Context: an optimization exercise on an open-source flow, tuned for small area, a short achievable clock period and few clock cycles per item. The choices shown serve that exercise and are no tape-out recipe. Function was checked by simulation only, so behaviour that the tests miss may differ from the original. No activity file was given, so power comes from the tool's default toggle rates.

==> flow/config.mk <==
export PLATFORM = sky130hd
export DESIGN_NAME = rs72_decoder
export DESIGN_NICKNAME = rs72_decoder
export VERILOG_FILES = /design/flow/design.v
export SDC_FILE = /design/flow/constraint.sdc
export NUM_CORES = 4
export LEC_CHECK = 0
export CAP_MARGIN = 20
export CORE_MARGIN = 2
export CORE_UTILIZATION = 60
export CTS_CLUSTER_DIAMETER = 120
export CTS_CLUSTER_SIZE = 24
export SLEW_MARGIN = 20
==> flow/constraint.sdc <==
create_clock -name core_clock -period 25.0 [get_ports {clk}]
set_input_delay 5.0000 -clock core_clock [delete_from_list [all_inputs] [get_ports {clk}]]
set_output_delay 5.0000 -clock core_clock [all_outputs]
set_load 0.01 [all_outputs]
==> flow/design.v <==
module rs72_gf_mul (
    input  wire [7:0] a,
    input  wire [7:0] b,
    output wire [7:0] p
);
    reg [7:0] acc;
    reg [7:0] sh;
    integer i;
    always @* begin
        acc = 8'h00;
        sh  = a;
        for (i = 0; i < 8; i = i + 1) begin
            acc = acc ^ (sh & {8{b[i]}});
            sh  = {sh[6:0], 1'b0} ^ (sh[7] ? 8'h1D : 8'h00);
        end
    end
    assign p = acc;
endmodule
module rs72_gf_inv_a (
    input  wire [7:0]  x,
    output wire [11:0] s
);
    function [3:0] m16(input [3:0] a, input [3:0] b);
        reg [6:0] r;
        begin
            r = ({7{b[0]}} & {3'b0, a}) ^ ({7{b[1]}} & {2'b0, a, 1'b0}) ^
                ({7{b[2]}} & {1'b0, a, 2'b0}) ^ ({7{b[3]}} & {a, 3'b0});
            m16 = r[3:0] ^ {2'b00, r[4], r[4]} ^ {1'b0, r[5], r[5], 1'b0} ^ {r[6], r[6], 2'b00};
        end
    endfunction
    function [3:0] i16(input [3:0] a);
        case (a)
            4'h0: i16 = 4'h0;
            4'h1: i16 = 4'h1;
            4'h2: i16 = 4'h9;
            4'h3: i16 = 4'hE;
            4'h4: i16 = 4'hD;
            4'h5: i16 = 4'hB;
            4'h6: i16 = 4'h7;
            4'h7: i16 = 4'h6;
            4'h8: i16 = 4'hF;
            4'h9: i16 = 4'h2;
            4'hA: i16 = 4'hC;
            4'hB: i16 = 4'h5;
            4'hC: i16 = 4'hA;
            4'hD: i16 = 4'h4;
            4'hE: i16 = 4'h3;
            4'hF: i16 = 4'h8;
        endcase
    endfunction
    wire [7:0] c = ({8{x[0]}} & 8'h01) ^
                   ({8{x[1]}} & 8'h2F) ^
                   ({8{x[2]}} & 8'h48) ^
                   ({8{x[3]}} & 8'h25) ^
                   ({8{x[4]}} & 8'h34) ^
                   ({8{x[5]}} & 8'hCA) ^
                   ({8{x[6]}} & 8'h40) ^
                   ({8{x[7]}} & 8'h14);
    wire [3:0] ah = c[7:4];
    wire [3:0] al = c[3:0];
    wire [3:0] d  = m16(m16(ah, ah), 4'h9) ^ m16(ah, al) ^ m16(al, al);
    wire [3:0] di = i16(d);
    assign s = {ah, al, di};
endmodule
module rs72_gf_inv_b (
    input  wire [11:0] s,
    output wire [7:0]  y
);
    function [3:0] m16(input [3:0] a, input [3:0] b);
        reg [6:0] r;
        begin
            r = ({7{b[0]}} & {3'b0, a}) ^ ({7{b[1]}} & {2'b0, a, 1'b0}) ^
                ({7{b[2]}} & {1'b0, a, 2'b0}) ^ ({7{b[3]}} & {a, 3'b0});
            m16 = r[3:0] ^ {2'b00, r[4], r[4]} ^ {1'b0, r[5], r[5], 1'b0} ^ {r[6], r[6], 2'b00};
        end
    endfunction
    function [3:0] i16(input [3:0] a);
        case (a)
            4'h0: i16 = 4'h0;
            4'h1: i16 = 4'h1;
            4'h2: i16 = 4'h9;
            4'h3: i16 = 4'hE;
            4'h4: i16 = 4'hD;
            4'h5: i16 = 4'hB;
            4'h6: i16 = 4'h7;
            4'h7: i16 = 4'h6;
            4'h8: i16 = 4'hF;
            4'h9: i16 = 4'h2;
            4'hA: i16 = 4'hC;
            4'hB: i16 = 4'h5;
            4'hC: i16 = 4'hA;
            4'hD: i16 = 4'h4;
            4'hE: i16 = 4'h3;
            4'hF: i16 = 4'h8;
        endcase
    endfunction
    wire [3:0] ah = s[11:8];
    wire [3:0] al = s[7:4];
    wire [3:0] di = s[3:0];
    wire [3:0] rh = m16(ah, di);
    wire [3:0] rl = m16(ah ^ al, di);
    wire [7:0] r = {rh, rl};
    assign y = ({8{r[0]}} & 8'h01) ^
                   ({8{r[1]}} & 8'h4E) ^
                   ({8{r[2]}} & 8'h99) ^
                   ({8{r[3]}} & 8'h44) ^
                   ({8{r[4]}} & 8'h19) ^
                   ({8{r[5]}} & 8'h90) ^
                   ({8{r[6]}} & 8'h40) ^
                   ({8{r[7]}} & 8'h6A);
endmodule
module rs72_decoder (
    input  wire        clk,
    input  wire        rst,
    input  wire        in_valid,
    output wire        in_ready,
    input  wire [7:0]  in_sym,
    input  wire        in_erase,
    output wire        out_valid,
    input  wire        out_ready,
    output wire        out_fail,
    output wire [2:0]  out_count,
    output wire [27:0] out_pos,
    output wire [31:0] out_mag,
    output wire [3:0]  out_loc
);
    localparam [7:0] ALPHA_71 = 8'hBC;    
    function [7:0] gmul(input [7:0] a, input [7:0] b);
        reg [7:0] acc;
        reg [7:0] sh;
        integer i;
        begin
            acc = 8'h00;
            sh  = a;
            for (i = 0; i < 8; i = i + 1) begin
                acc = acc ^ (sh & {8{b[i]}});
                sh  = {sh[6:0], 1'b0} ^ (sh[7] ? 8'h1D : 8'h00);
            end
            gmul = acc;
        end
    endfunction
    reg       in_ready_r;
    reg       v_r;
    reg [7:0] sym_r;
    reg       era_r;
    reg       rst_r;             
    always @(posedge clk) begin
        rst_r <= rst;
        sym_r <= in_sym;
        era_r <= in_erase;
        v_r   <= in_valid & in_ready_r & ~rst;
    end
    assign in_ready = in_ready_r;
    reg [7:0] xl;                
    reg [7:0] s1 [0:3];
    reg [2:0] ecnt;              
    reg [7:0] ex1 [0:3];
    wire       s1_last = (xl == 8'h01);
    wire [7:0] h0 = s1[0] ^ sym_r;
    wire [7:0] h1 = gmul(s1[1], 8'h02) ^ sym_r;
    wire [7:0] h2 = gmul(s1[2], 8'h04) ^ sym_r;
    wire [7:0] h3 = gmul(s1[3], 8'h08) ^ sym_r;
    wire [7:0] xl_step = gmul(xl, 8'h8E);
    wire       hand12 = v_r & s1_last;
    wire [2:0] e_fin = (era_r && ecnt < 3'd5) ? ecnt + 3'd1 : ecnt;
    always @(posedge clk) begin
        if (rst_r) begin
            xl   <= ALPHA_71;
            ecnt <= 3'd0;
            s1[0] <= 8'h00; s1[1] <= 8'h00; s1[2] <= 8'h00; s1[3] <= 8'h00;
        end else if (v_r) begin
            if (s1_last) begin
                xl   <= ALPHA_71;
                ecnt <= 3'd0;
                s1[0] <= 8'h00; s1[1] <= 8'h00; s1[2] <= 8'h00; s1[3] <= 8'h00;
            end else begin
                xl   <= xl_step;
                s1[0] <= h0; s1[1] <= h1; s1[2] <= h2; s1[3] <= h3;
                if (era_r) begin
                    if (ecnt < 3'd4) ex1[ecnt[1:0]] <= xl;
                    if (ecnt < 3'd5) ecnt <= ecnt + 3'd1;
                end
            end
        end
    end
    localparam [4:0] PC_PRE = 5'd7,  PC_SIG0 = 5'd8, PC_SIG1 = 5'd14,
                     PC_LAM  = 5'd17, PC_OM = 5'd25,
                     PC_DEC = 5'd16;
    reg        s2_busy;          
    reg        s2_done;          
    reg        s2_fail;
    reg        s2_clean;
    reg  [4:0] pc;
    reg  [2:0] e2;               
    reg  [2:0] nq;               
    reg  [2:0] len2;             
    reg  [7:0] t  [0:3];         
    reg  [7:0] g  [1:4];         
    reg  [7:0] exq [0:3];        
    reg  [7:0] sg [0:1];         
    reg  [1:0] m1sel;
    reg  [3:0] m2sel;
    reg  [2:0] dsel;
    reg        acc;
    reg        we;
    always @* begin
        m1sel = 2'd0; m2sel = 4'd0; dsel = 3'd0; acc = 1'b0; we = 1'b1;
        case (pc)
        5'd0:  begin m1sel = 2'd0; m2sel = 4'd2; dsel = 3'd3; acc = 1'b1; end  
        5'd1:  begin m1sel = 2'd0; m2sel = 4'd1; dsel = 3'd2; acc = 1'b1; end  
        5'd2:  begin m1sel = 2'd0; m2sel = 4'd0; dsel = 3'd1; acc = 1'b1; end  
        5'd3:  begin m1sel = 2'd0; m2sel = 4'd6; dsel = 3'd7; acc = 1'b1; end  
        5'd4:  begin m1sel = 2'd0; m2sel = 4'd5; dsel = 3'd6; acc = 1'b1; end  
        5'd5:  begin m1sel = 2'd0; m2sel = 4'd4; dsel = 3'd5; acc = 1'b1; end  
        5'd6:  begin m1sel = 2'd0; m2sel = 4'd8; dsel = 3'd4; acc = 1'b1; end  
        5'd8:  begin m1sel = 2'd1; m2sel = 4'd2; dsel = 3'd4; acc = 1'b0; end  
        5'd9:  begin m1sel = 2'd2; m2sel = 4'd1; dsel = 3'd4; acc = 1'b1; end  
        5'd10: begin m1sel = 2'd1; m2sel = 4'd3; dsel = 3'd5; acc = 1'b0; end  
        5'd11: begin m1sel = 2'd2; m2sel = 4'd2; dsel = 3'd5; acc = 1'b1; end  
        5'd12: begin m1sel = 2'd2; m2sel = 4'd3; dsel = 3'd6; acc = 1'b0; end  
        5'd13: begin m1sel = 2'd0; m2sel = 4'd2; dsel = 3'd6; acc = 1'b1; end  
        5'd14: begin m1sel = 2'd1; m2sel = 4'd3; dsel = 3'd6; acc = 1'b0; end  
        5'd15: begin m1sel = 2'd2; m2sel = 4'd2; dsel = 3'd6; acc = 1'b1; end  
        5'd17: begin m1sel = 2'd1; m2sel = 4'd7; dsel = 3'd7; acc = 1'b0; end  
        5'd18: begin m1sel = 2'd2; m2sel = 4'd6; dsel = 3'd7; acc = 1'b1; end  
        5'd19: begin m1sel = 2'd1; m2sel = 4'd6; dsel = 3'd6; acc = 1'b0; end  
        5'd20: begin m1sel = 2'd2; m2sel = 4'd5; dsel = 3'd6; acc = 1'b1; end  
        5'd21: begin m1sel = 2'd1; m2sel = 4'd5; dsel = 3'd5; acc = 1'b0; end  
        5'd22: begin m1sel = 2'd2; m2sel = 4'd4; dsel = 3'd5; acc = 1'b1; end  
        5'd23: begin m1sel = 2'd1; m2sel = 4'd4; dsel = 3'd4; acc = 1'b0; end  
        5'd24: begin m1sel = 2'd2; m2sel = 4'd8; dsel = 3'd4; acc = 1'b1; end  
        5'd25: begin m1sel = 2'd1; m2sel = 4'd3; dsel = 3'd3; acc = 1'b0; end  
        5'd26: begin m1sel = 2'd2; m2sel = 4'd2; dsel = 3'd3; acc = 1'b1; end  
        5'd27: begin m1sel = 2'd1; m2sel = 4'd2; dsel = 3'd2; acc = 1'b0; end  
        5'd28: begin m1sel = 2'd2; m2sel = 4'd1; dsel = 3'd2; acc = 1'b1; end  
        5'd29: begin m1sel = 2'd1; m2sel = 4'd1; dsel = 3'd1; acc = 1'b0; end  
        5'd30: begin m1sel = 2'd2; m2sel = 4'd0; dsel = 3'd1; acc = 1'b1; end  
        5'd31: begin m1sel = 2'd1; m2sel = 4'd0; dsel = 3'd0; acc = 1'b0; end  
        default: we = 1'b0;
        endcase
    end
    reg [7:0] m1, m2;
    always @* begin
        case (m1sel)
        2'd0: m1 = exq[0];
        2'd1: m1 = sg[0];
        default: m1 = sg[1];
        endcase
        case (m2sel)
        4'd0: m2 = t[0];
        4'd1: m2 = t[1];
        4'd2: m2 = t[2];
        4'd3: m2 = t[3];
        4'd4: m2 = g[1];
        4'd5: m2 = g[2];
        4'd6: m2 = g[3];
        4'd7: m2 = g[4];
        default: m2 = 8'h01;
        endcase
    end
    wire [7:0] prod;
    reg        q_act, q_put, q_loc;
    reg [7:0] dcur;
    always @* begin
        case (dsel)
        3'd0: dcur = t[0];
        3'd1: dcur = t[1];
        3'd2: dcur = t[2];
        3'd3: dcur = t[3];
        3'd4: dcur = g[1];
        3'd5: dcur = g[2];
        3'd6: dcur = g[3];
        default: dcur = g[4];
        endcase
    end
    wire [7:0] dnew = (acc ? dcur : 8'h00) ^ prod;
    wire tz0 = (t[0] == 8'h00);
    wire tz1 = (t[1] == 8'h00);
    wire tz2 = (t[2] == 8'h00);
    wire tz3 = (t[3] == 8'h00);
    wire sz0 = (sg[0] == 8'h00);
    wire sz1 = (sg[1] == 8'h00);
    wire gz1 = (g[1] == 8'h00);
    wire gz2 = (g[2] == 8'h00);
    wire gz3 = (g[3] == 8'h00);
    wire clean = tz0 & tz1 & tz2 & tz3;
    reg  [1:0] dec_l;
    reg        dec_ok;
    always @* begin
        dec_l  = 2'd0;
        dec_ok = 1'b1;
        case (e2)
        3'd0: begin
            if (!sz0 && gz1 && gz2) begin dec_l = 2'd1; dec_ok = !sz1; end
            else if (!gz1)          begin dec_l = 2'd2; dec_ok = !gz3; end
            else                    dec_ok = 1'b0;
        end
        3'd1: begin
            if (tz1 && tz2 && tz3)  dec_l = 2'd0;
            else if (!sz0 && gz3)   begin dec_l = 2'd1; dec_ok = !sz1; end
            else                    dec_ok = 1'b0;
        end
        3'd2: begin
            if (tz2 && tz3)         dec_l = 2'd0;
            else if (!tz2)          begin dec_l = 2'd1; dec_ok = !tz3; end
            else                    dec_ok = 1'b0;
        end
        3'd3: dec_ok = tz3;
        default: dec_l = 2'd0;
        endcase
    end
    wire hand23;
    wire s2_busy_n = hand12 | (s2_busy & ~hand23);
    wire s2_run = s2_busy & ~s2_done & ~q_put;
    wire s2_fin = s2_run & (pc == 5'd31 ||
                  (pc == PC_DEC && (clean || !dec_ok || dec_l == 2'd0)));
    always @(posedge clk) begin
        if (rst) begin
            s2_busy <= 1'b0;
            s2_done <= 1'b0;
        end else begin
            s2_busy <= s2_busy_n;
            if (hand12)      s2_done <= (e_fin > 3'd4);
            else if (hand23) s2_done <= 1'b0;
            else if (s2_fin) s2_done <= 1'b1;
        end
    end
    integer k;
    always @(posedge clk) begin
        begin
            if (hand12) begin
                s2_fail  <= (e_fin > 3'd4);
                s2_clean <= 1'b0;
                e2   <= e_fin;
                nq   <= e_fin;
                len2 <= e_fin;
                pc   <= (e_fin == 3'd0) ? PC_PRE : 5'd0;
                t[0] <= h0; t[1] <= h1; t[2] <= h2; t[3] <= h3;
                for (k = 1; k <= 4; k = k + 1) g[k] <= 8'h00;
                for (k = 0; k < 4; k = k + 1)
                    exq[k] <= (era_r && ecnt == k) ? xl : ex1[k];
            end else if (s2_run) begin
                if (we) begin
                    case (dsel)
                    3'd0: t[0] <= dnew;
                    3'd1: t[1] <= dnew;
                    3'd2: t[2] <= dnew;
                    3'd3: t[3] <= dnew;
                    3'd4: g[1] <= dnew;
                    3'd5: g[2] <= dnew;
                    3'd6: g[3] <= dnew;
                    default: g[4] <= dnew;
                    endcase
                end
                case (pc)
                5'd6: begin
                    exq[0] <= exq[1]; exq[1] <= exq[2]; exq[2] <= exq[3];
                    nq <= nq - 3'd1;
                    pc <= (nq == 3'd1) ? PC_PRE : 5'd0;
                end
                PC_PRE: begin
                    case (e2)
                    3'd0: begin sg[0] <= t[0]; sg[1] <= t[1]; exq[0] <= t[2]; end
                    3'd1: begin sg[0] <= t[1]; sg[1] <= t[2]; end
                    default: begin sg[0] <= t[2]; sg[1] <= t[3]; end
                    endcase
                    pc <= (e2 == 3'd0) ? PC_SIG0 : (e2 == 3'd1) ? PC_SIG1 : PC_DEC;
                end
                5'd13, 5'd15: pc <= PC_DEC;
                PC_DEC: begin
                    len2 <= e2 + {1'b0, dec_l};
                    if (e2 <= 3'd1) begin g[3] <= 8'h00; g[4] <= 8'h00; end
                    if (e2 == 3'd0) begin
                        if (dec_l == 2'd2) begin
                            g[1] <= g[2]; g[2] <= g[3];
                            sg[0] <= g[1]; sg[1] <= g[2];
                        end else begin
                            g[1] <= 8'h00; g[2] <= 8'h00;
                        end
                    end else if (dec_l == 2'd0) begin
                        sg[0] <= 8'h01; sg[1] <= 8'h00;
                    end
                    if (clean || !dec_ok || dec_l == 2'd0) begin
                        s2_clean <= clean;
                        s2_fail  <= !clean && !dec_ok;
                    end
                    pc <= (dec_l == 2'd2) ? PC_OM : PC_LAM;
                end
                5'd31: ;
                default: pc <= pc + 5'd1;
                endcase
            end
        end
    end
    reg        c_act;
    reg  [6:0] idx;
    reg  [2:0] rcnt;
    reg  [2:0] len3;
    reg  [7:0] c_s0;             
    reg  [7:0] c_s1;             
    reg        c_e0;             
    reg  [7:0] c_l [1:4];        
    reg  [7:0] c_w [0:3];        
    reg        o_valid;
    reg        o_fail;
    reg  [2:0] o_count;
    reg  [6:0] o_pos [0:3];
    reg  [7:0] o_mag [0:3];
    reg  [3:0] o_loc;
    wire s3_free = ~c_act & ~q_act & ~o_valid;
    assign hand23 = s2_done & s3_free;
    wire [7:0] lam_val = c_s0 ^ c_l[1] ^ c_l[2] ^ c_l[3] ^ c_l[4];
    wire [7:0] sig_val = c_s0 ^ c_s1;
    wire [7:0] om_val  = c_w[0] ^ c_w[1] ^ c_w[2] ^ c_w[3];
    wire       is_root = (lam_val == 8'h00);
    wire [2:0] rcnt_n = rcnt + {2'b00, is_root};
    wire       c_last = (idx == 7'd1);
    reg  [11:0] q_inv;           
    reg  [7:0]  q_om;
    wire [11:0] den_inv_a;
    wire [7:0]  den_inv;
    rs72_gf_inv_a u_inv_a (.x(c_l[1] ^ c_l[3]), .s(den_inv_a));
    rs72_gf_inv_b u_inv_b (.s(q_inv), .y(den_inv));
    always @(posedge clk) begin
        q_put <= c_act & is_root & (om_val != 8'h00);
        q_loc <= c_e0 | (sig_val == 8'h00);
        q_inv <= den_inv_a;
        q_om  <= om_val;
    end
    rs72_gf_mul u_mul (.a(q_put ? q_om : m1), .b(q_put ? den_inv : m2), .p(prod));
    wire [7:0] yval = prod;
    wire       c_end = q_act & ~c_act;
    wire       c_bad = (rcnt != len3);
    always @(posedge clk) begin
        if (rst) begin
            c_act   <= 1'b0;
            q_act   <= 1'b0;
            o_valid <= 1'b0;
        end else begin
            q_act <= c_act;
            if (hand23) begin
                c_act   <= ~(s2_clean | s2_fail);
                o_valid <= s2_clean | s2_fail;
            end else begin
                if (c_act && c_last) c_act <= 1'b0;
                if (c_end) o_valid <= 1'b1;
                else if (out_ready) o_valid <= 1'b0;
            end
        end
    end
    always @(posedge clk) begin
        if (hand23) begin
            o_fail  <= s2_fail;
            o_count <= 3'd0;
            o_loc   <= 4'd0;
            for (k = 0; k < 4; k = k + 1) begin
                o_pos[k] <= 7'd0;
                o_mag[k] <= 8'h00;
            end
            idx   <= 7'd72;
            rcnt  <= 3'd0;
            len3  <= len2;
            c_s0  <= sg[0];
            c_s1  <= sg[1];
            c_e0  <= (e2 == 3'd0);
            for (k = 1; k <= 4; k = k + 1) c_l[k] <= g[k];
            for (k = 0; k < 4; k = k + 1) c_w[k] <= (k < len2) ? t[k] : 8'h00;
        end else begin
            c_s1   <= gmul(c_s1,   8'h8E);
            c_l[1] <= gmul(c_l[1], 8'h8E);
            c_l[2] <= gmul(c_l[2], 8'h47);
            c_l[3] <= gmul(c_l[3], 8'hAD);
            c_l[4] <= gmul(c_l[4], 8'hD8);
            c_w[1] <= gmul(c_w[1], 8'h8E);
            c_w[2] <= gmul(c_w[2], 8'h47);
            c_w[3] <= gmul(c_w[3], 8'hAD);
            idx    <= idx - 7'd1;
            if (c_act) rcnt <= rcnt_n;
            if (c_end) o_fail <= c_bad;
            if (c_end && c_bad) begin
                o_count <= 3'd0;
                o_loc   <= 4'd0;
                for (k = 0; k < 4; k = k + 1) begin
                    o_pos[k] <= 7'd0;
                    o_mag[k] <= 8'h00;
                end
            end else if (q_put) begin
                o_count  <= o_count + 3'd1;
                o_loc    <= {o_loc[2:0], q_loc};
                o_pos[0] <= idx;
                o_mag[0] <= yval;
                for (k = 1; k < 4; k = k + 1) begin
                    o_pos[k] <= o_pos[k-1];
                    o_mag[k] <= o_mag[k-1];
                end
            end
        end
    end
    wire [7:0] xl_n = rst_r ? ALPHA_71 : (v_r ? (s1_last ? ALPHA_71 : xl_step) : xl);
    wire       near_end_n = (xl_n == 8'h02) | (xl_n == 8'h01);
    always @(posedge clk)
        in_ready_r <= rst_r | ~s2_busy_n | ~near_end_n;
    assign out_valid = o_valid;
    assign out_fail  = o_fail;
    assign out_count = o_count;
    assign out_pos   = {o_pos[3], o_pos[2], o_pos[1], o_pos[0]};
    assign out_mag   = {o_mag[3], o_mag[2], o_mag[1], o_mag[0]};
    assign out_loc   = o_loc;
endmodule
==> flow/flow/run.sh <==
#!/bin/bash
# Standard layout, with port buffers of type buf_4 instead of the default choice.
set -euo pipefail
bash standard.sh "BUFFER_PORTS_ARGS=-buffer_cell sky130_fd_sc_hd__buf_4" finish > standard_flow.log 2>&1
==> flow/standard.sh <==
#!/bin/bash
# synth_recipe.tcl (not shown) runs the flow's synth.tcl, then flattens the netlist and writes it again
# the make line also repeats each setting of config.mk as NAME=value (left out here)
make -C /OpenROAD-flow-scripts/flow DESIGN_CONFIG=/design/flow/config.mk WORK_HOME=/design/flow/orfs CLKGATE_MAP_FILE= SYNTH_SCRIPT=/design/flow/synth_recipe.tcl "${@:-finish}"
==> impl_metrics.env, run 1 <==
export IMPL_clock_skew_ps=26.5
export IMPL_gp_congestion=1.04
export IMPL_gr_total_overflow=0
export IMPL_async_reset_ff_frac=0
export IMPL_yosys_warnings=13
export IMPL_cts_resized_gates=0
export IMPL_finalSetupTns_ps=0
export IMPL_tightest_slew_ps=1080
export IMPL_swShare=0.445
export IMPL_path_clk_slew_ps=110
export IMPL_cts_made_buffers=20
export IMPL_syn_avg_cell_area_um2=9.22
export IMPL_place_inst=2825
export IMPL_seq_power_share=0.272
export IMPL_hold_depth=2
export IMPL_multi_input_area_mm2=0.0117
export IMPL_status="timing/DRC/antenna clean"
export IMPL_final_cell_mix="344 x nand2_1, 255 x dfxtp_1, 240 x nor2_1"
export IMPL_ant_nets=0
export IMPL_cp_arrival_ps=1080
export IMPL_power_density_mw_per_mm2=153
export IMPL_postSynthCellCount=2388
export IMPL_clkPwrFrac=0.103
export IMPL_fill_cells=3005
export IMPL_holdWs_ps=460
export IMPL_crit_fanout=3
export IMPL_cts_sinks=404
export IMPL_period_share=0.243
export IMPL_htree_levels=1
export IMPL_critical_path_top_delay_family="flip-flops"
export IMPL_path_cells="buf_4"
export IMPL_coreArea_mm2=0.0363
export IMPL_criticalPathCategory="reg2out"
export IMPL_endpoint_kind="primary output"
export IMPL_yosysSeqAreaShare=0.435
export IMPL_ys_flop_type="dfxtp_1"
export IMPL_fin_cells=2859
export IMPL_wl_per_cell_um=23.1
export IMPL_rsz0062_at_grt="no"
export IMPL_r2r_worst_path_cells=14
export IMPL_setup_viol=0
export IMPL_regArea_mm2=0.00957
export IMPL_met1_usage=0.448
export IMPL_cp_depth=1
export IMPL_fin_nets=2429
export IMPL_cts_setup_buffers=0
export IMPL_cp_slowest_stage_delay_ps=390
export IMPL_met2_usage=0.561
export IMPL_slew_headroom=0.280
export IMPL_slowest_stage="dfxtp_1"
export IMPL_critPathRequiredTime_ps=20000
export IMPL_peakVddDrop_mv=0.572
export IMPL_ys_types=85
export IMPL_cts_tree="built"
export IMPL_p_sw_w=0.00160
export IMPL_drt_iter0_drc=2028
export IMPL_dieArea_mm2=0.0382
export IMPL_drive_above_1_share=0.0836
export IMPL_port_buffers=82
export IMPL_grt_busiest_layer="met2"
export IMPL_grt_usage=0.344
export IMPL_start_util=0.606
export IMPL_ios=83
export IMPL_clkLatencyLatePin_ps=560
export IMPL_diodes=0
export IMPL_grt_pass1_vias=16900
export IMPL_cts_root_buf="clkbuf_16"
export IMPL_die_w_um=196
export IMPL_syn2layout_area_growth_pct=6.81
export IMPL_fin_util=0.647
export IMPL_synth_area_mm2=0.0220
export IMPL_synth_edff_count=148
export IMPL_hold_buffers=0
export IMPL_hold_viol=0
export IMPL_drt_drc_violations_left=0
export IMPL_cts_buffer_depth=3
export IMPL_viasPerCell=6.25
export IMPL_crit_path_start_kind="flop"
export IMPL_antenna_found_initial=0
export IMPL_internal_power_w=0.00200
export IMPL_drt_first_pass_iters=10
export IMPL_grt_pass1_wl_um=101000
export IMPL_max_freq_ghz=0.164
export IMPL_combPwrFrac=0.625
export IMPL_min_period_ps=6080
export IMPL_die_y_um=196
export IMPL_p_leak_nw=9.19
export IMPL_routed_wl_um=66000
export IMPL_final_common_cell="nand2_1"
export IMPL_hp_class="reg2reg"
export IMPL_ys_seq_elements=404
export IMPL_path_buf_inv=1
export IMPL_rows=70
export IMPL_dpl_hpwl_um=48000
export IMPL_cap_violations=0
export IMPL_grt_use_met3=0.0528
export IMPL_grt_max_degree=108
export IMPL_drv_slew=0
export IMPL_route_vias_total=17900
path summary, 6_finish.rpt:
path,startpoint,slack [ps],to
max,o_mag[0][5],18920,out_mag[5]
min reg2reg,c_l[1][1],460,c_l[1][0]
min,c_l[1][1],460,c_l[1][0]
max reg2reg,pc[0],18990,t[1][6]
power by group through the flow:
stage                     Sequential, W  Combinational [W]  Clock (W)
after floorplan                0.000935            0.00184          0
after global placement         0.000989            0.00221          0
after detailed placement       0.000993            0.00227          0
after CTS                      0.000979            0.00227   0.000377
after global routing           0.000996            0.00254   0.000398
final                          0.000982            0.00225   0.000370
metrics by stage:
stage	instance area, µm²	power (W)	setup WS (ps)
2_1_floorplan	22000	0.00277	19610
3_3_place_gp	22900	0.00320	19200
3_5_place_dp	22900	0.00326	19120
4_1_cts	23500	0.00363	18890
5_1_grt	23500	0.00394	18600
6_report	23500	0.00360	18920
final cells by class:
type | instances | area share
multi-input cells | 1788 | 0.498
repair buffers | 114 | 0.0364
well taps | 468 | 0.0249
flip-flops and latches | 404 | 0.407
clock buffers | 34 | 0.0253
inverters | 51 | 0.00814
registers in the layout, summed over array words and instances, names as in the netlist, 12 cells and up:
register,cells
c_l,32
c_w,32
ex1,32
exq,32
g,32
o_mag,32
s1,32
t,32
o_pos,28
sg,16
q_inv,12
kinds of logic (layout without fill, tap and decap cells):
kind of cell | count (synthesis) | after routing | synth area share
and+or+nand+nor | 821 | 821 | 0.163
DFF | 404 | 404 | 0.435
muxes | 132 | 132 | 0.0682
xor gates and xnor gates | 313 | 313 | 0.142
buffers and inverters | 196 | 199 | 0.0350
AOI/OAI and AO/OA | 485 | 485 | 0.136
adders and majority gates | 37 | 37 | 0.0214
synthesized netlist by cell type, drive strengths merged, types with 21 or more instances:
cell    count  area (µm²)
nor3       23         115
nor2      241         907
dfxtp     256        5120
xnor2     185        1680
nand3      80         400
a31oi      22         138
buf        37         174
o21ai     164         821
inv        49         184
and3       23         144
clkbuf    108         405
nor4       26         163
mux2i     108        1080
nand2     346        1300
o22ai      27         175
edfxtp    148        4440
a211oi     22         170
ha         36         450
xor2      106         951
xnor3      21         474
a21oi     134         674
per-layer routing:
layer	up-vias	part of all wire
met3	232	0.078
met2	851	0.46
met1	8479	0.40
li1	8316	-
met4	0	0.062
met5	-	0
Testbench counts, summed over its fixed seeds: cycles 231,061, words 3,200.
==> inputs of run 2 (changes only) <==
--- a/flow/config.mk
+++ b/flow/config.mk
@@ -11,3 +11,3 @@
 export CTS_CLUSTER_DIAMETER = 120
-export CTS_CLUSTER_SIZE = 24
+export CTS_CLUSTER_SIZE = 26
 export SLEW_MARGIN = 20
==> run 2 against run 1 <==
  * Fmax barely moved
  * Critical path depth did not move
  * Wire length increased by 0.41%
  * Synthesized cell count unchanged
  * Critical endpoint is now out_pos[13]
  * Total power shrank 0.46%
  * Non-clock buffer count did not move
==> impl_metrics.env, run 2 <==
export IMPL_status="timing/DRC/antenna clean"
export IMPL_holdWs_ps=462
export IMPL_route_vias_total=17800
export IMPL_die_w_um=196
export IMPL_setup_viol=0
export IMPL_cp_arrival_ps=1090
export IMPL_max_freq_ghz=0.164
export IMPL_cts_buffer_depth=3
export IMPL_path_clk_slew_ps=100
export IMPL_gp_congestion=1.04
export IMPL_final_common_cell="nand2_1"
export IMPL_viasPerCell=6.25
export IMPL_synth_area_leader_cell="dfxtp_1"
export IMPL_grt_max_degree=108
export IMPL_drt_drc_violations_left=0
export IMPL_drive_above_1_share=0.0829
export IMPL_clkLatencyLatePin_ps=550
export IMPL_hold_viol=0
export IMPL_cp_slowest_stage_delay_ps=400
export IMPL_hp_class="reg2reg"
export IMPL_synth_commonest_cells="345 x nand2_1, 256 x dfxtp_1, 240 x nor2_1"
export IMPL_path_buf_inv=1
export IMPL_grt_usage=0.345
export IMPL_htree_levels=1
export IMPL_port_buffers=82
export IMPL_ys_types=85
export IMPL_rsz0062_at_grt="no"
export IMPL_yosysMostFrequentCell="nand2_1"
export IMPL_async_reset_ff_frac=0
export IMPL_ff2ff_setup_slack_ps=19020
export IMPL_diodes=0
export IMPL_syn_avg_cell_area_um2=9.22
export IMPL_fin_nets=2428
export IMPL_place_worst_setup_slack_ps=19120
export IMPL_grt_busiest_layer="met2"
export IMPL_power_density_mw_per_mm2=153
export IMPL_dpl_hpwl_um=48000
export IMPL_syn2layout_area_growth_pct=6.55
export IMPL_cts_sinks=404
export IMPL_clock_skew_ps=20.9
export IMPL_dieArea_mm2=0.0382
export IMPL_cts_resized_gates=0
export IMPL_critical_path_top_delay_family="flip-flops"
export IMPL_met1_usage=0.453
export IMPL_cts_setup_buffers=0
export IMPL_ys_seq_elements=404
export IMPL_place_inst=2825
export IMPL_tightest_slew_ps=1070
export IMPL_grt_pass1_vias=16800
export IMPL_setup_ws_ps=18910
export IMPL_grt_use_met3=0.0509
export IMPL_endpoint_kind="primary output"
export IMPL_slowest_stage="dfxtp_1"
export IMPL_critPathRequiredTime_ps=20000
export IMPL_cts_root_buf="clkbuf_16"
export IMPL_grt_pass1_wl_um=101000
export IMPL_cap_violations=0
export IMPL_drt_iter0_drc=1976
export IMPL_start_util=0.606
export IMPL_crit_fanout=3
export IMPL_coreArea_mm2=0.0363
export IMPL_antenna_found_initial=0
export IMPL_peakVddDrop_mv=0.572
export IMPL_final_cell_mix="344 x nand2_1, 255 x dfxtp_1, 240 x nor2_1"
export IMPL_drv_slew=0
export IMPL_routed_wl_um=66200
export IMPL_drt_first_pass_iters=6
export IMPL_rows=70
export IMPL_gr_total_overflow=0
export IMPL_criticalPathCategory="reg2out"
export IMPL_min_period_ps=6090
export IMPL_fin_cells=2857
export IMPL_p_leak_nw=9.17
export IMPL_ys_top_cells_by_area="dfxtp_1 23%, edfxtp_1 20%, xnor2_1 7.0%, nand2_1 5.9%, mux2i_1 4.9%"
export IMPL_postSynthCellCount=2388
export IMPL_met2_usage=0.565
export IMPL_hold_buffers=0
export IMPL_ant_nets=0
export IMPL_netlist_area_leader_share=0.233
export IMPL_yosys_warnings=13
export IMPL_synth_edff_count=148
export IMPL_cts_made_buffers=19
export IMPL_die_y_um=196
export IMPL_synth_area_mm2=0.0220
export IMPL_wl_per_cell_um=23.2
export IMPL_slew_headroom=0.290
export IMPL_period_share=0.244
export IMPL_finalSetupTns_ps=0
export IMPL_path_cells="buf_4"
export IMPL_yosysSeqAreaShare=0.435
export IMPL_ys_flop_type="dfxtp_1"
export IMPL_ios=83
export IMPL_crit_path_start_kind="flop"
export IMPL_cts_tree="built"
[run 2: final timing paths]
path,depth (start not counted),end,startpoint
min reg2reg,2,c_w[1][5],c_w[1][6]
min,2,c_w[1][5],c_w[1][6]
max,1,out_pos[13],o_pos[1][6]
max reg2reg,14,t[1][6],pc[0]
[run 2: power by group]
group	leakage, nW	total (W)	switching [W]	internal (W)
Clock	0.259	0.000356	0.000211	0.000146
Combinational	5.44	0.00225	0.00125	0.00100
Sequential	3.46	0.000982	0.000148	0.000833
[run 2: layout make-up]
class | count | area (µm²)
repair buffers | 114 | 856
clock buffers | 30 | 517
multi-input cells | 1788 | 11700
inverters | 51 | 191
well taps | 468 | 586
flip-flops and latches | 404 | 9570
clock inverters | 2 | 20.0
fillers | 3034 | 12900
[run 2: per-layer routing]
layer,share of wire,vias up
li1,-,8308
met1,0.40,8462
met2,0.46,833
met3,0.081,240
met4,0.060,0
met5,0,-
[run 2: stage by stage]
stage	total power, W	utilization	area (µm²)
floorplan	0.00277	-	22000
global placement	0.00320	0.631	22900
detailed placement	0.00326	0.631	22900
CTS	0.00361	0.645	23500
global route	0.00392	0.645	23500
finish	0.00359	0.645	23500
[run 2: cells by family after synthesis]
kind of cell,after synthesis,synth area share
flip-flops,404,0.435
AO/OA/AOI/OAI,485,0.136
AND/OR/NAND/NOR,821,0.163
XOR/XNOR,313,0.142
buffers and inverters,196,0.0350
adder cells (fa/ha/maj),37,0.0214
multiplexers,132,0.0682
==> inputs of run 3 (changes only) <==
==> flow/flow/run.sh (replaced) <==
#!/bin/bash
# Standard layout, with port buffers of type buf_4, and the buffers that
# Yosys/ABC put into the netlist removed at floorplan (repair_design then
# buffers what needs it).
set -euo pipefail
bash standard.sh "BUFFER_PORTS_ARGS=-buffer_cell sky130_fd_sc_hd__buf_4" "REMOVE_ABC_BUFFERS=1" finish > standard_flow.log 2>&1
--- a/flow/config.mk
+++ b/flow/config.mk
@@ -11,3 +11,3 @@
 export CTS_CLUSTER_DIAMETER = 120
-export CTS_CLUSTER_SIZE = 26
+export CTS_CLUSTER_SIZE = 24
 export SLEW_MARGIN = 20
==> run 3 against run 2 <==
  * Combinational power fell by 2%
  * Wire length fell by 3.3%
  * Total power fell by 0.60%
  * Non-clock buffer count fell by 7
  * Critical path depth rose by 13
  * Flip-flop and latch count did not move
  * Hold slack got worse by 31 ps
  * Cell count fell by 0.18%
  * Largest power group unchanged
==> impl_metrics.env, run 3 <==
export IMPL_rows=70
export IMPL_cts_resized_gates=0
export IMPL_path_cells="inv_1, ha_1, nor4_1, a211o_1, mux4_2, nand3_1, a21oi_1, a21oi_1, and3b_1, xnor3_1, xnor3_1, xor2_1, xor2_1, mux2i_1"
export IMPL_start_util=0.606
export IMPL_ys_top_cells_by_area="dfxtp_1 23%, edfxtp_1 20%, xnor2_1 7.0%, nand2_1 5.9%, mux2i_1 4.9%"
export IMPL_antenna_found_initial=2
export IMPL_grt_pass1_vias=16700
export IMPL_syn_avg_cell_area_um2=9.22
export IMPL_grt_max_degree=93
export IMPL_drt_iter0_drc=1746
export IMPL_final_cell_mix="344 x nand2_1, 255 x dfxtp_1, 240 x nor2_1"
export IMPL_drt_first_pass_iters=6
export IMPL_peakVddDrop_mv=0.572
export IMPL_ys_flop_type="dfxtp_1"
export IMPL_criticalPathCategory="reg2reg"
export IMPL_cp_slowest_stage_delay_ps=740
export IMPL_yosys_warnings=13
export IMPL_cap_violations=0
export IMPL_drv_slew=0
export IMPL_yosysMostFrequentCell="nand2_1"
export IMPL_swShare=0.440
export IMPL_path_buf_inv=1
export IMPL_final_cell_area_mm2=0.0235
export IMPL_combPwrFrac=0.621
export IMPL_wl_per_cell_um=22.5
export IMPL_drt_drc_violations_left=0
export IMPL_endpoint_kind="flop"
export IMPL_synth_commonest_cells="345 x nand2_1, 256 x dfxtp_1, 240 x nor2_1"
export IMPL_min_period_ps=6090
export IMPL_grt_pass1_wl_um=97900
export IMPL_hp_class="reg2reg"
export IMPL_die_y_um=196
export IMPL_tightest_slew_ps=1060
export IMPL_ant_nets=0
export IMPL_grt_usage=0.332
export IMPL_gr_total_overflow=0
export IMPL_seq_power_share=0.276
export IMPL_cts_made_buffers=20
export IMPL_slew_headroom=0.291
export IMPL_hold_buffers=0
export IMPL_port_buffers=82
export IMPL_cts_buffer_depth=3
export IMPL_synth_area_mm2=0.0220
export IMPL_clkPwrFrac=0.103
export IMPL_final_common_cell="nand2_1"
export IMPL_crit_fanout=18
export IMPL_p_leak_nw=9.15
export IMPL_cts_tree="built"
export IMPL_met1_usage=0.443
export IMPL_ys_seq_elements=404
export IMPL_netlist_area_leader_share=0.233
export IMPL_htree_levels=1
export IMPL_critPathRequiredTime_ps=25270
export IMPL_clkLatencyLatePin_ps=570
export IMPL_grt_use_met3=0.0508
export IMPL_slowest_stage="xor2_1"
export IMPL_met2_usage=0.535
export IMPL_cp_arrival_ps=6360
export IMPL_place_worst_setup_slack_ps=19040
export IMPL_cts_setup_buffers=0
export IMPL_rsz0062_at_grt="no"
export IMPL_path_clk_slew_ps=100
export IMPL_grt_busiest_layer="met2"
export IMPL_dieArea_mm2=0.0382
export IMPL_crit_path_start_kind="flop"
export IMPL_async_reset_ff_frac=0
export IMPL_clock_skew_ps=28.9
export IMPL_setup_ws_ps=18910
export IMPL_routed_wl_um=64100
export IMPL_period_share=0.244
export IMPL_postSynthCellCount=2388
export IMPL_dpl_hpwl_um=45300
export IMPL_fin_util=0.645
export IMPL_placed_cell_area_mm2=0.0229
export IMPL_cts_sinks=404
export IMPL_fin_total_pwr_w=0.00357
export IMPL_yosysSeqAreaShare=0.435
export IMPL_hold_viol=0
export IMPL_critical_path_top_delay_family="XOR/XNOR gates"
export IMPL_setup_viol=0
export IMPL_synth_area_leader_cell="dfxtp_1"
export IMPL_diodes=0
export IMPL_max_freq_ghz=0.164
export IMPL_coreArea_mm2=0.0363
export IMPL_viasPerCell=6.23
export IMPL_status="timing/DRC/antenna clean"
export IMPL_die_w_um=196
export IMPL_syn2layout_area_growth_pct=6.52
export IMPL_gp_congestion=1.03
export IMPL_finalSetupTns_ps=0
export IMPL_ios=83
export IMPL_internal_power_w=0.00200
export IMPL_drive_above_1_share=0.0814
export IMPL_ys_types=85
export IMPL_fin_nets=2422
export IMPL_power_density_mw_per_mm2=152
export IMPL_p_sw_w=0.00157
export IMPL_route_vias_total=17800
export IMPL_synth_edff_count=148
export IMPL_cts_root_buf="clkbuf_16"
==> run 3: cell counts after synthesis <==
Identical to the previous run, type by type.
==> run 3: worst reg2reg max path, delay by kind of cell (launching register included) <==
kind | cells | cell delay, ps
XOR/XNOR | 4 | 1650
flip-flops | 1 | 620
multiplexers | 2 | 750
AND/OR/NAND/NOR | 3 | 800
buffers and inverters | 1 | 240
adder cells (fa/ha/maj) | 1 | 450
AO/OA/AOI/OAI | 3 | 1320
==> run 3: path summary, 6_finish.rpt <==
check / startpoint / end / slack [ps] / depth (start not counted)
setup reg to reg: pc[0] / t[3][6] / 18910 / 14
setup / recovery: pc[0] / t[3][6] / 18910 / 14
hold / removal: in_ready_r / v_r / 430 / 2
hold reg to reg: in_ready_r / v_r / 430 / 2
==> run 3: per-layer routing <==
| layer | share of wire | vias up |
|---|---|---|
| met1 | 0.41 | 8467 |
| met2 | 0.45 | 814 |
| li1 | - | 8291 |
| met4 | 0.055 | 0 |
| met5 | 0 | - |
| met3 | 0.089 | 205 |
==> run 3: power by group through the flow <==
stage / Sequential (W) / Combinational (W) / Clock (W)
after floorplan: 0.000958 / 0.00180 / 0
after global placement: 0.000991 / 0.00215 / 0
after detailed placement: 0.000995 / 0.00222 / 0
after CTS: 0.000980 / 0.00223 / 0.000374
after global routing: 0.000998 / 0.00251 / 0.000393
final: 0.000984 / 0.00221 / 0.000367
==> run 3: per-stage QoR <==
step | cells | hold slack (ps)
3_5_place_dp | 2818 | 426
5_1_grt | 2852 | 475
2_1_floorplan | 2243 | 406
4_1_cts | 2852 | 438
3_3_place_gp | 2817 | 423
6_report | 2852 | 430
==> run 3: area by class of cell <==
class,count,area (µm²)
fill,2999,12900
clock buffer,33,569
inverter,51,191
sequential,404,9570
clock inverter,1,16.3
tap,468,586
multi-input combinational,1788,11700
timing repair buffer,107,801
==> run 3: kinds of logic (layout without fill, tap and decap cells) <==
group	after synthesis	count (layout)	share of synthesized area
simple gates	821	821	0.163
compound gates	485	485	0.136
flops	404	404	0.435
xor+xnor	313	313	0.142
buf+inv	196	192	0.0350
mux	132	132	0.0682
fa+ha+maj	37	37	0.0214

[what the ideal ports hide]
The flow's constraints put no driver on any port. The routed layouts listed below were extracted and timed again, unchanged, in two steps. Step 1: set_driving_cell puts a clkbuf_16 on clk and a buf_2 on each other input, an assumption about the parent block. Step 2 times the ports against the registers' clock, not the clock port: input delays grow and output delays shrink by t, the midpoint of the rising clock arrivals with the driver on. a / b / c = no drivers / after step 1 / after step 2; a / b = the first two.
run	t (ns)	setup slack, ns	worst setup path at the end	worst data-port slew with drivers (ns)
run 1	0.597	18.916 / 18.861 / 18.990	register to register	0.04
run 2	0.600	18.912 / 18.851 / 19.016	register to register	0.04
run 3	0.603	18.908 / 18.860 / 18.908	register to register	0.04
After both steps every run listed still meets setup and hold.
